What follows belongs to an exercise in optimizing a design on an open flow for small area, a short achievable clock period and few clock cycles; a production flow would make more cautious choices. Function was not checked in any run shown here: the RTL went through the layout flow alone. No activity file was given, so power comes from the tool's default toggle rates.

==> flow/design.v <==
module pred_expand (
    input  wire        clk,
    input  wire        rst,
    input  wire        cmd_valid,
    output wire        cmd_ready,
    input  wire [14:0] cmd_size,
    input  wire        in_valid,
    output wire        in_ready,
    input  wire [7:0]  in_data,
    input  wire        in_last,
    output wire        out_valid,
    input  wire        out_ready,
    output wire [7:0]  out_data,
    output wire        done_valid,
    output wire        done_err
);
    reg st_idle, st_hdr, st_res, st_zero, st_end, st_done;
    reg [14:0] remain;       
    reg [5:0]  opos;         
    reg        emit_d;
    reg [2:0]  pred;
    reg [2:0]  k;
    reg        c;
    reg        seen_last;
    reg        err;
    reg [31:0] bbuf;         
    reg [5:0]  rp;           
    reg [2:0]  wp;           
    wire [5:0] bcnt = {wp, 3'd0} - rp;    
    reg        t_valid;
    reg        t_esc;
    reg [3:0]  t_z;
    reg [2:0]  t_k;
    reg [7:0]  t_f;
    reg        o_valid;
    reg [7:0]  o_data;
    reg [7:0]  hist [1:7];
    wire o_free  = !o_valid || out_ready;
    wire x_take  = t_valid && o_free;
    wire t_free  = !t_valid || o_free;
    wire [2:0] slots = wp - rp[5:3];
    wire active  = st_hdr || st_res || st_zero;
    assign in_ready = !seen_last && ((active && !slots[2]) || st_end);
    wire in_fire = in_valid && in_ready;
    wire [31:0] r1 = rp[0] ? {bbuf[0],    bbuf[31:1]}  : bbuf;
    wire [31:0] r2 = rp[1] ? {r1[1:0],    r1[31:2]}    : r1;
    wire [31:0] r3 = rp[2] ? {r2[3:0],    r2[31:4]}    : r2;
    wire [31:0] r4 = rp[3] ? {r3[7:0],    r3[31:8]}    : r3;
    wire [23:0] w  = rp[4] ? {r4[7:0],    r4[31:16]}   : r4[23:0];
    wire [15:0] nz  = ~w[15:0];
    wire        a8  = |nz[7:0];
    wire [7:0]  h8  = a8 ? nz[7:0] : nz[15:8];
    wire        a4  = |h8[3:0];
    wire [3:0]  h4  = a4 ? h8[3:0] : h8[7:4];
    wire        a2  = |h4[1:0];
    wire [1:0]  h2  = a2 ? h4[1:0] : h4[3:2];
    wire [3:0]  z   = {!a8, !a4, !a2, !h2[0]};
    wire        esc = ~|nz;
    reg  [15:0] zoh;
    reg  [15:0] ones;        
    reg  [6:0]  fw;
    integer i, j;
    always @(*) begin
        ones[0] = w[0];
        for (j = 1; j < 16; j = j + 1)
            ones[j] = ones[j-1] & w[j];
        zoh[0] = nz[0];
        for (j = 1; j < 16; j = j + 1)
            zoh[j] = nz[j] & ones[j-1];
        for (i = 0; i < 7; i = i + 1) begin
            fw[i] = 1'b0;
            for (j = 0; j < 16; j = j + 1)
                fw[i] = fw[i] | (zoh[j] & w[j + 1 + i]);
        end
    end
    wire [7:0]  kmask = (8'd1 << k) - 8'd1;
    wire [7:0]  u_e   = w[23:16];
    wire [7:0]  f8    = esc ? u_e : {1'b0, fw & kmask[6:0]};
    function [5:0] pe32;     
        input [31:0] v;
        integer b;
        begin
            pe32 = 6'd0;
            for (b = 31; b >= 0; b = b - 1)
                if (v[b]) pe32 = {1'b1, b[4:0]};
        end
    endfunction
    reg  [31:0] ge;          
    always @(*) begin
        for (j = 0; j < 32; j = j + 1)
            ge[j] = (j[4:0] >= rp[4:0]);
    end
    wire [5:0]  pa    = pe32(~bbuf & ge);
    wire [5:0]  pb    = pe32(~bbuf);
    wire [4:0]  zpos  = pa[5] ? pa[4:0] : pb[4:0];
    wire [5:0]  zp1k  = {1'b0, zpos} + 6'd1 + {3'd0, k};
    wire [5:0]  rp_res = esc ? rp + 6'd24 : {rp[5] ^ (!pa[5] || zp1k[5]), zp1k[4:0]};
    reg  [23:0] bthermo;     
    always @(*) begin
        for (j = 0; j < 24; j = j + 1)
            bthermo[j] = (bcnt > j[5:0]);
    end
    wire [15:0] zmask  = bthermo >> k;          
    wire        have_n = |(nz & zmask);
    wire        have_e = bthermo[23];
    wire        have_r = have_n || (esc && have_e);
    wire        grow   = esc ? ((u_e >> k) >= 8'd2) : (w[0] && w[1]);
    wire        shrink = (k != 3'd0) &&
                         (esc ? ({3'd0, u_e} < (11'd1 << (k - 3'd1))) : (!w[0] && !w[k]));
    wire [2:0]  k_next = grow  ? ((k == 3'd7) ? 3'd7 : k + 3'd1) :
                         (shrink && c) ? k - 3'd1 : k;
    wire        c_next = shrink && !c && !grow;
    wire        hdr_zero = (w[2:0] == 3'd7);
    wire        have_h   = hdr_zero ? bthermo[2] : bthermo[5];
    wire [5:0]  rp_hdr   = rp + (hdr_zero ? 6'd3 : 6'd6);
    wire act_hdr = st_hdr  && t_free;
    wire act_res = st_res  && t_free;
    wire act_zer = st_zero && t_free;
    wire take_h  = act_hdr && have_h;
    wire take_r  = act_res && have_r;
    wire starved = ((act_hdr && !have_h) || (act_res && !have_r)) && seen_last;
    wire emit    = take_r || act_zer;
    wire last_job    = emit_d ? (remain == 15'd2) : (remain == 15'd1);
    wire last_stripe = emit_d ? (opos == 6'd62)   : (opos == 6'd63);
    wire [10:0] zk = {7'd0, t_z} << t_k;
    wire [8:0]  u9 = t_esc ? {1'b0, t_f} : (zk[8:0] | {1'b0, t_f});
    reg [7:0] p;
    always @(*) begin
        case (pred)
            3'd0:    p = o_data;
            3'd1:    p = hist[1];
            3'd2:    p = hist[3];
            3'd3:    p = hist[7];
            3'd4:    p = {o_data[6:0], 1'b0} - hist[1];
            default: p = 8'd0;
        endcase
    end
    wire [7:0] r = u9[8:1] ^ {8{u9[0]}};
    reg  [7:0] x;
    always @(*) begin
        case (pred)
            3'd5:    x = u9[7:0] ^ hist[7];
            3'd7:    x = 8'd0;
            default: x = p + r;
        endcase
    end
    assign out_valid  = o_valid;
    assign out_data   = o_data;
    assign cmd_ready  = st_idle;
    assign done_valid = st_done;
    assign done_err   = err;
    integer n;
    always @(posedge clk) begin
        if (in_fire) begin
            case (wp[1:0])
                2'd0: bbuf[7:0]   <= in_data;
                2'd1: bbuf[15:8]  <= in_data;
                2'd2: bbuf[23:16] <= in_data;
                default: bbuf[31:24] <= in_data;
            endcase
        end
        if (t_free) begin
            t_esc <= esc;
            t_z   <= z;
            t_k   <= k;
            t_f   <= f8;
        end
        if (x_take) begin
            o_data  <= x;
            hist[1] <= o_data;
            for (n = 2; n < 8; n = n + 1) hist[n] <= hist[n-1];
        end
        if (rst) begin
            st_idle   <= 1'b1;
            st_hdr    <= 1'b0;
            st_res    <= 1'b0;
            st_zero   <= 1'b0;
            st_end    <= 1'b0;
            st_done   <= 1'b0;
            pred      <= 3'd0;
            k         <= 3'd0;
            c         <= 1'b0;
            t_valid   <= 1'b0;
            o_valid   <= 1'b0;
        end else begin
            if (take_r)      rp <= rp_res;
            else if (take_h) rp <= rp_hdr;
            wp <= wp + {2'b0, in_fire};
            if (in_fire && in_last) seen_last <= 1'b1;
            if (emit)        t_valid <= 1'b1;
            else if (x_take) t_valid <= 1'b0;
            if (x_take)         o_valid <= 1'b1;
            else if (out_ready) o_valid <= 1'b0;
            if (take_h) begin
                pred <= w[2:0];
                k    <= w[5:3];
                c    <= 1'b0;
            end
            if (take_r) begin
                k <= k_next;
                c <= c_next;
            end
            emit_d <= emit;
            if (emit_d) begin
                remain <= remain - 15'd1;
                opos   <= opos + 6'd1;
            end
            if (st_idle && cmd_valid) begin
                st_idle <= 1'b0;
                st_hdr  <= 1'b1;
                remain  <= cmd_size;
            end
            if (take_h) begin
                st_hdr  <= 1'b0;
                st_zero <= hdr_zero;
                st_res  <= !hdr_zero;
            end
            if (emit && (last_job || last_stripe)) begin
                st_res  <= 1'b0;
                st_zero <= 1'b0;
                st_end  <= last_job;
                st_hdr  <= !last_job;
            end
            if (starved) begin
                err     <= 1'b1;
                st_hdr  <= 1'b0;
                st_res  <= 1'b0;
                st_end  <= 1'b1;
            end
            if (st_end && seen_last && !t_valid && o_free) begin
                st_end  <= 1'b0;
                st_done <= 1'b1;
            end
            if (st_done) begin
                st_done <= 1'b0;
                st_idle <= 1'b1;
            end
        end
        if (rst || st_idle) begin
            opos      <= 6'd0;
            emit_d    <= 1'b0;
            rp        <= 6'd0;
            wp        <= 3'd0;
            seen_last <= 1'b0;
            err       <= 1'b0;
            o_data    <= 8'd0;
            for (n = 1; n < 8; n = n + 1) hist[n] <= 8'd0;
        end
    end
endmodule
==> flow/run.sh <==
#!/bin/bash
# synth_recipe.tcl (not shown) runs the flow's synth.tcl, then flattens the netlist and writes it again
# the make line also repeats each setting of config.mk as NAME=value (left out here)
make -C /OpenROAD-flow-scripts/flow DESIGN_CONFIG=/design/flow/config.mk WORK_HOME=/design/flow/orfs CLKGATE_MAP_FILE= SYNTH_SCRIPT=/design/flow/synth_recipe.tcl finish
==> flow/config.mk <==
export PLATFORM = sky130hd
export DESIGN_NAME = pred_expand
export DESIGN_NICKNAME = pred_expand
export VERILOG_FILES = /design/flow/design.v
export SDC_FILE = /design/flow/constraint.sdc
export NUM_CORES = 4
export LEC_CHECK = 0
export ABC_AREA = 1
export CAP_MARGIN = 20
export CORE_MARGIN = 2
export CORE_UTILIZATION = 40
export PLACE_DENSITY = 0.6
export SETUP_SLACK_MARGIN = 2
export SLEW_MARGIN = 20
==> flow/constraint.sdc <==
create_clock -name core_clock -period 6.5 [get_ports {clk}]
set_input_delay 1.3000 -clock core_clock [delete_from_list [all_inputs] [get_ports {clk}]]
set_output_delay 1.3000 -clock core_clock [all_outputs]
set_load 0.01 [all_outputs]
==> summary.md, run 1 <==
| Metric | Value |
|---|---|
| Run status | finished clean |
| Initial antenna violation count | 0 |
| Longest individual stage delay on the worst path | 540 ps |
| Overall routing resource usage | 24.2% |
| Setup TNS | 0 ps |
| CTS tree | yes |
| Startpoint-to-endpoint class of the critical path | flip-flop to primary output |
| Endpoint of the most critical register-to-register path | t_f[0] |
| Total die area | 0.0351 mm^2 |
| Yosys synthesis warning count | 2 |
| Buffer levels on the longest clock path | 2 |
| Layout fillers | 3504 |
| RSZ-0062 raised after global routing | true |
| DRC violations left | 0 |
| EDFF count, synth | 63 |
| Number of distinct library cell variants in the gate-level netlist after synthesis | 62 |
| CTS sink cnt | 160 |
| H-tree depth | 4 |
| Layout Area Growth over Synthesis | 13.0% |
| Peak Freq | 0.238 GHz |
| Gp weighted congestion | 0.934 |
| Pre-antenna DRT Iters | 6 |
| Effective utilization at floorplan | 40.4% |
| Async set-or-reset flop fraction in the synthesized netlist | 0% |
| Crit-path cells | inv_2 -> clkbuf_8 -> ha_1 -> inv_1 -> nor2_1 -> o21ai_0 -> o31ai_1 -> o21ai_1 -> nand2_1 -> inv_1 -> clkdlybuf4s50_1 |
| Utilization after layout | 45.6% |
| Share of layout cells above drive strength 1 | 7.70% |
| Endpoint of the most critical setup path | in_ready |
| Final critical delay including setup and external delays | 4210 ps |
| Hold Fails Final Rpt | 0 |
| Top cells by area, synth | nand2_1 (15%), dfxtp_1 (14%), edfxtp_1 (14%) |
| Most frequent cell after synthesis | nand2_1 |
| Average routed wire per standard cell | 17.0 um |
| Core Rows | 67 |
| Total detailed-routing wirelength | 43600 um |
| Clock network latency to the later pin of the worst-skew pair | 450 ps |
| Total power divided by cell area | 214 mW/mm^2 |
| Area of the placeable core | 0.0334 mm^2 |
| Worst-case clock skew | 13.6 ps |
| Largest voltage drop on the vdd net | 304 uV |
| Pins Over Slew Limit | 0 |
| Startpoint class of the critical path | flip-flop |
| Post-synthesis instance total | 2086 |
| Sequential cell area | 0.00385 mm^2 |
| NumNets Final | 2191 |
| Netlist area before placement | 0.0135 mm^2 |
| Overall via count from detail_route | 14078 |
| Placed cell count | 2512 |
| Floorplan die height | 187 um |
| Start point of the critical path | rp[4] |
| Final critical-path share of the clock period | 64.7% |
| Arrival time of data at the critical path endpoint | 2910 ps |
| Most instantiated flip-flop cell in the synthesis netlist | dfxtp_1 |
| Sequential-to-total area share from yosys stat | 28.5% |
| CTS clk-pin slew, worst paths | 70 ps |
| Leading post-synthesis cells by instance count | nand2_1 (540), nor2_1 (238), inv_1 (227) |
| Transition time of the tightest slew-check pin | 999 ps |
| IO Port Bufs | 41 |
| Final setup viols | 0 |
| Wire length of the first global-routing pass | 68400 um |
| CP max-delay cell | clkdlybuf4s50_1 |
| Initial detailed-routing violation count | 1311 |
| Register-to-Register Path Depth | 23 |
| Number of I/O pins | 42 |
| Multi-input logic area | 0.00837 mm^2 |
| Pin count of the biggest net entering global routing | 73 |
| Number of max-capacitance violations reported | 0 |
| Remaining max-slew budget at the tightest pin | 33.3% |
| Via-to-Cell Ratio | 5.49 |
| Net count after synthesis | 2172 |
| Endpoint kind of the worst setup timing path | primary output |
| Leftover overflow at the end of global routing | 0 |
| Largest driver fanout on the critical path | 38 |
| Final std cells w/o fill | 2566 |
| Reg2reg start | rp[0] |
| ANT nets after route | 0 |
| Cell with the most instances on the worst path | inv_1 |
| HP Class | flip-flop to flip-flop |
| Flip-flop and latch count after synthesis | 160 |
| Syn Area/Cell | 6.46 um^2 |
| Number of global-route vias before repair | 12930 |
| Diode insertion count for antenna repair | 0 |
| Yosys top cell by area | nand2_1 |
| Static Leak | 6.67 nW |
| Worst EP required | 5200 ps |
| R2R setup slack | 2300 ps |
| Fraction of post-synthesis cell area in the top cell type by area | 15.1% |
| Clock buffer count from CTS | 17 |
| X dimension of the die | 187 um |
| Overall Power | 0.00325 W |
| Cell at the root of the clock tree | clkbuf_16 |
| Detailed Place HPWL | 32200 um |
## cell usage in the layout, fill, tap and decap left out, types with 24 or more instances in the layout
master / Yosys / final
ha_1: 54 / 47
dfxtp_1: 97 / 92
edfxtp_1: 63 / 63
buf_4: 9 / 30
o21ai_0: 208 / 202
nand2_1: 540 / 539
inv_1: 227 / 224
nand4_1: 27 / 27
nor3_1: 26 / 25
a21oi_1: 118 / 116
o211ai_1: 24 / 24
a31oi_1: 27 / 26
o21ai_1: 62 / 67
clkdlybuf4s50_1: 0 / 41
nand3_1: 83 / 83
nor2_1: 238 / 235
## power by group
group          leakage (nW)  switching, W  internal (W)
sequential             1.41     0.0000370       0.00110
combinational          4.99      0.000762      0.000379
clock                 0.279      0.000457      0.000523
total                  6.67       0.00126       0.00200
## registers in the layout, summed over array words and instances (netlist names), 4 cells and up
name / cells
remain: 15
opos: 6
o_data: 8
t_z: 4
rp: 6
hist: 56
t_f: 8
bbuf: 32
## layer usage
metal	share of wire (%)	vias up	wire, um	GRT usage (%)
li1	-	7004	-	-
met1	46	6493	20200	33.6
met2	45	490	19500	38.4
met3	5.7	91	2500	3.73
met4	3.2	0	1400	8.12
met5	0	-	0	0
## worst max-delay path, delay by kind of cell (launching register included)
kind            cells  cell delay, ps
compound gates      3             470
fa+ha+maj           1             430
buf+inv             5             980
flops               1             410
simple gates        2             160
## timing repair
item                                    CTS  global route
buffers inserted                          0            16
pin swaps                                 0             2
endpoints found under the setup margin   28            28
gates cloned                              0             6
resized for setup                        12            59
hold endpoints to repair                  0             0
hold buffers                              0             0
## stage by stage
| stage | hold slack [ps] | setup slack (ps) | area [um^2] |
|---|---|---|---|
| final | 473 | 2290 | 15200 |
| after global routing | 498 | 1960 | 15200 |
| after CTS | 479 | 2020 | 14800 |
| after detailed placement | 464 | 1460 | 14100 |
| after global placement | 460 | 1600 | 14100 |
| after floorplan | 443 | 2290 | 13500 |
## kinds of logic (layout without fill, tap and decap cells)
group	count (synthesis)	count (layout)	share of synthesized area [%]
xor+xnor	37	37	2.41
compound gates	525	525	22.3
simple gates	954	954	29.4
mux	21	21	1.56
buf+inv	332	364	10.4
fa+ha+maj	57	57	5.46
flops	160	160	28.5
## worst min-delay path by stage
stage	start	to	slack (ps)	depth (start not counted)
6_report	st_done	st_done	470	1
5_1_grt	hist[5][4]	hist[6][4]	500	2
4_1_cts	hist[5][2]	hist[6][2]	480	2
3_5_place_dp	hist[5][3]	hist[6][3]	460	2
3_3_place_gp	hist[6][1]	hist[7][1]	460	2
2_1_floorplan	hist[7][2]	hist[7][2]	440	2
## cell type report
cell class | instances | share of cell area [%]
Clock inverter | 14 | 0.773
Timing Repair inverter | 1 | 0.0576
Clock buffer | 18 | 2.96
Tap cell | 448 | 3.69
Inverter | 247 | 6.32
Sequential cell | 160 | 25.3
Timing Repair Buffer | 84 | 5.86
Multi-Input combinational cell | 1594 | 55.0
==> run 2, diff against run 1 <==
--- a/flow/config.mk
+++ b/flow/config.mk
@@ -10,5 +10,5 @@
 export CORE_MARGIN = 2
 export CORE_UTILIZATION = 40
 export PLACE_DENSITY = 0.6
-export SETUP_SLACK_MARGIN = 2
+export SETUP_SLACK_MARGIN = 3
 export SLEW_MARGIN = 20
==> run 2 against run 1 <==
- power up 11%
- sequential power about the same
- routed wire length up 5.0%
- worst setup slack better by 230 ps
- maximum frequency up 5.9%
- synthesized cell count unchanged
- sequential share of layout area fell by 2.6 points
- non-clock buffer count rose by 106
- critical endpoint is now rp[5]
- highest routed layer unchanged
==> summary.md, run 2 <==
| Metric | Value |
|---|---|
| Run status | finished clean |
| Top cells by area, synth | nand2_1 (15%), dfxtp_1 (14%), edfxtp_1 (14%) |
| Transition time of the tightest slew-check pin | 1040 ps (+45.0 ps) |
| Number of global-route vias before repair | 13920 (+7.7%) |
| Hold Fails Final Rpt | 0 (unchanged) |
| Final critical delay including setup and external delays | 3970 ps (-234 ps) |
| Endpoint kind of the worst setup timing path | flip-flop |
| EDFF count, synth | 63 (unchanged) |
| Total die area | 0.0351 mm^2 (unchanged) |
| Initial detailed-routing violation count | 1543 (+18%) |
| DRC violations left | 0 (unchanged) |
| Utilization after layout | 50.8% (+5.3 points) |
| Cell at the root of the clock tree | clkbuf_16 |
| Setup TNS | 0 ps (unchanged) |
| Netlist area before placement | 0.0135 mm^2 (unchanged) |
| Diode insertion count for antenna repair | 0 (unchanged) |
| Effective utilization at floorplan | 40.4% (unchanged) |
| Most instantiated flip-flop cell in the synthesis netlist | dfxtp_1 |
| Area of the placeable core | 0.0334 mm^2 (unchanged) |
| Number of I/O pins | 42 (unchanged) |
| Clock buffer count from CTS | 17 (unchanged) |
| Pin count of the biggest net entering global routing | 72 (-1.4%) |
| Most frequent cell after synthesis | nand2_1 |
| CTS sink cnt | 160 (unchanged) |
| Largest driver fanout on the critical path | 8 (-79%) |
| Yosys synthesis warning count | 2 (unchanged) |
| ANT nets after route | 0 (unchanged) |
| Overall via count from detail_route | 14883 (+5.7%) |
| Core Rows | 67 (unchanged) |
| Hold-fix buffers at CTS | 0 (unchanged) |
| Largest Register | hist |
| Worst EP required | 6870 ps (+1670 ps) |
| Multi-input logic area | 0.00910 mm^2 (+8.7%) |
| Longest individual stage delay on the worst path | 480 ps (-60 ps) |
| Sequential-to-total area share from yosys stat | 28.5% (unchanged) |
| IO Port Bufs | 41 (unchanged) |
| Floorplan die height | 187 um (unchanged) |
| Fraction of post-synthesis cell area in the top cell type by area | 15.1% (unchanged) |
| Share of layout cells above drive strength 1 | 18.8% (+11 points) |
| Overall routing resource usage | 25.5% (+1.3 points) |
| Layout fillers | 3335 (-4.8%) |
| Worst-case clock skew | 15.4 ps (+1.82 ps) |
| Static Leak | 7.39 nW (+11%) |
| Post-synthesis instance total | 2086 (unchanged) |
| Flip-flop and latch count after synthesis | 160 (unchanged) |
| Cell with the most instances on the worst path | nand2_1 |
| CTS clk-pin slew, worst paths | 70 ps (about the same) |
| Async set-or-reset flop fraction in the synthesized netlist | 0% (unchanged) |
| Leading post-synthesis cells by instance count | nand2_1 (540), nor2_1 (238), inv_1 (227) |
| Number of max-capacitance violations reported | 0 (unchanged) |
| Layout Area Growth over Synthesis | 26.0% |
| CTS tree | yes |
| X dimension of the die | 187 um (unchanged) |
| Max FFs per register | 56 (unchanged) |
| Sequential cell area | 0.00386 mm^2 (+0.19%) |
| Remaining max-slew budget at the tightest pin | 29.9% (-3.4 points) |
| Final critical-path share of the clock period | 61.1% (-3.6 points) |
| Pre-antenna DRT Iters | 5 (-1) |
| CP max-delay cell | dfxtp_4 |
| Commonest non-fill, non-tap cell in the layout | nand2_1 |
| Buffer levels on the longest clock path | 2 (unchanged) |
| Number of distinct library cell variants in the gate-level netlist after synthesis | 62 (unchanged) |
| RSZ-0062 raised after global routing | true |
| Registers with the highest flip-flop counts | hist (56), bbuf (32), remain (15) |
| Startpoint class of the critical path | flip-flop |
| NumNets Final | 2301 (+5.0%) |
| Peak Freq | 0.252 GHz (+5.9%) |
| Largest voltage drop on the vdd net | 196 uV (-36%) |
| Most used cells in the layout excluding fill and tap cells | nand2_1 (520), nor2_1 (214), inv_1 (208), o21ai_0 (176), buf_4 (125) |
| Syn Area/Cell | 6.46 um^2 (unchanged) |
| Detailed Place HPWL | 31400 um (-2.6%) |
| H-tree depth | 4 (unchanged) |
| Pins Over Slew Limit | 0 (unchanged) |
| Clock network latency to the later pin of the worst-skew pair | 440 ps (about the same) |
| Arrival time of data at the critical path endpoint | 4340 ps (+1430 ps) |
| Initial antenna violation count | 0 (unchanged) |
| Wire length of the first global-routing pass | 73000 um (+6.7%) |
| Via-to-Cell Ratio | 5.56 (+1.4%) |
| Gp weighted congestion | 0.914 (-2.2%) |
| HP Class | flip-flop to flip-flop |
| Total detailed-routing wirelength | 45800 um (+5.0%) |
| Leftover overflow at the end of global routing | 0 (unchanged) |
| Net count after synthesis | 2172 (unchanged) |
| Yosys top cell by area | nand2_1 |
| Final setup viols | 0 (unchanged) |
| Average routed wire per standard cell | 17.1 um (+0.65%) |
| Startpoint-to-endpoint class of the critical path | flip-flop to flip-flop |
| Total power divided by cell area | 213 mW/mm^2 (-0.56%) |
==> run 2: cell counts after synthesis <==
Identical to the previous run, type by type.
==> run 2: where the power goes <==
part	leakage [nW]	internal [W]	switching, W	total [W]
clock network	0.313	0.000639	0.000431	0.00107
registers	1.41	0.00110	0.0000374	0.00113
logic	5.67	0.000526	0.000878	0.00140
==> run 2: cells by family after synthesis <==
logic type	after synthesis	share of synthesized area, %
AND/OR/NAND/NOR	954	29.4
buffers and inverters	332	10.4
XOR/XNOR	37	2.41
multiplexers	21	1.56
adder cells (fa/ha/maj)	57	5.46
flip-flops	160	28.5
AO/OA/AOI/OAI	525	22.3
==> run 2: stage by stage <==
step	cell area [um^2]	instances	hold slack [ps]	power (W)	worst slack (ps)
floorplan	13700	2086	443	0.00197	2750
global placement	14200	2507	459	0.00226	1870
detailed placement	14200	2507	466	0.00227	1850
CTS	16500	2645	474	0.00347	2670
global route	17000	2676	489	0.00381	2220
finish	17000	2676	469	0.00361	2530
==> run 2: path summary, 6_finish.rpt <==
| check | slack (ps) | start | cells after the start | endpoint |
|---|---|---|---|---|
| setup / recovery | 2530 | rp[2] | 31 | rp[5] |
| setup reg to reg | 2530 | rp[2] | 31 | rp[5] |
| hold reg to reg | 470 | hist[4][0] | 2 | hist[5][0] |
| hold / removal | 470 | hist[4][0] | 2 | hist[5][0] |
==> run 2: layer usage <==
layer,vias to the layer above,GRT usage [%],wire [um]
li1,7232,-,-
met1,6974,34.5,20700
met2,575,41.8,20800
met3,102,3.11,2760
met4,0,9.45,1500
met5,-,0,0
==> run 2: final cells by class <==
cell class | instances | share of cell area (%)
Tap cell | 448 | 3.30
Timing Repair Buffer | 190 | 10.4
Clock buffer | 25 | 3.27
Inverter | 247 | 5.94
Timing Repair inverter | 5 | 0.243
Clock inverter | 7 | 0.472
Sequential cell | 160 | 22.8
Multi-Input combinational cell | 1594 | 53.6
==> run 2: worst max-delay path, delay by kind of cell, from the launching register on <==
kind                     cells  cell delay [ps]
AND/OR/NAND/NOR             15             1220
AO/OA/AOI/OAI                9             1050
buffers and inverters        5              670
flip-flops                   1              480
adder cells (fa/ha/maj)      1              310
XOR/XNOR                     1              170
==> run 2: repair_timing <==
| action | 4_1_cts | 5_1_grt |
|---|---|---|
| pin swaps | 43 | 35 |
| gates resized for setup | 197 | 74 |
| cloned | 10 | 1 |
| buffers inserted | 96 | 30 |
| endpoints found under the hold margin | 0 | 0 |
| setup endpoints to repair | 34 | 32 |

-- re-timing with driven ports --
How much do the figures lean on ideal ports? The routed layouts below were timed once more, with nothing changed but the port constraints. Step 1 assumes that a clkbuf_16 drives the clock port and a buf_2 every other input. Step 2, shift: input delay + t, output delay - t, t = (earliest + latest rising clock arrival at the registers) / 2. This alone moves slack from input paths to output paths. Slacks: ideal ports / drivers / drivers and shift; pairs: ideal ports / drivers.
run	t (ns)	slack for setup (ns)	slew at the worst register clock pin (ns)
run 1	0.504	2.292 / 2.235 / 2.176	0.08 / 0.08
run 2	0.485	2.526 / 2.526 / 2.526	0.07 / 0.07
After both steps every run listed still meets setup and hold. The setup slack of run 1, which loses most, moves by -0.057 ns with the drivers and by -0.116 ns with both steps.
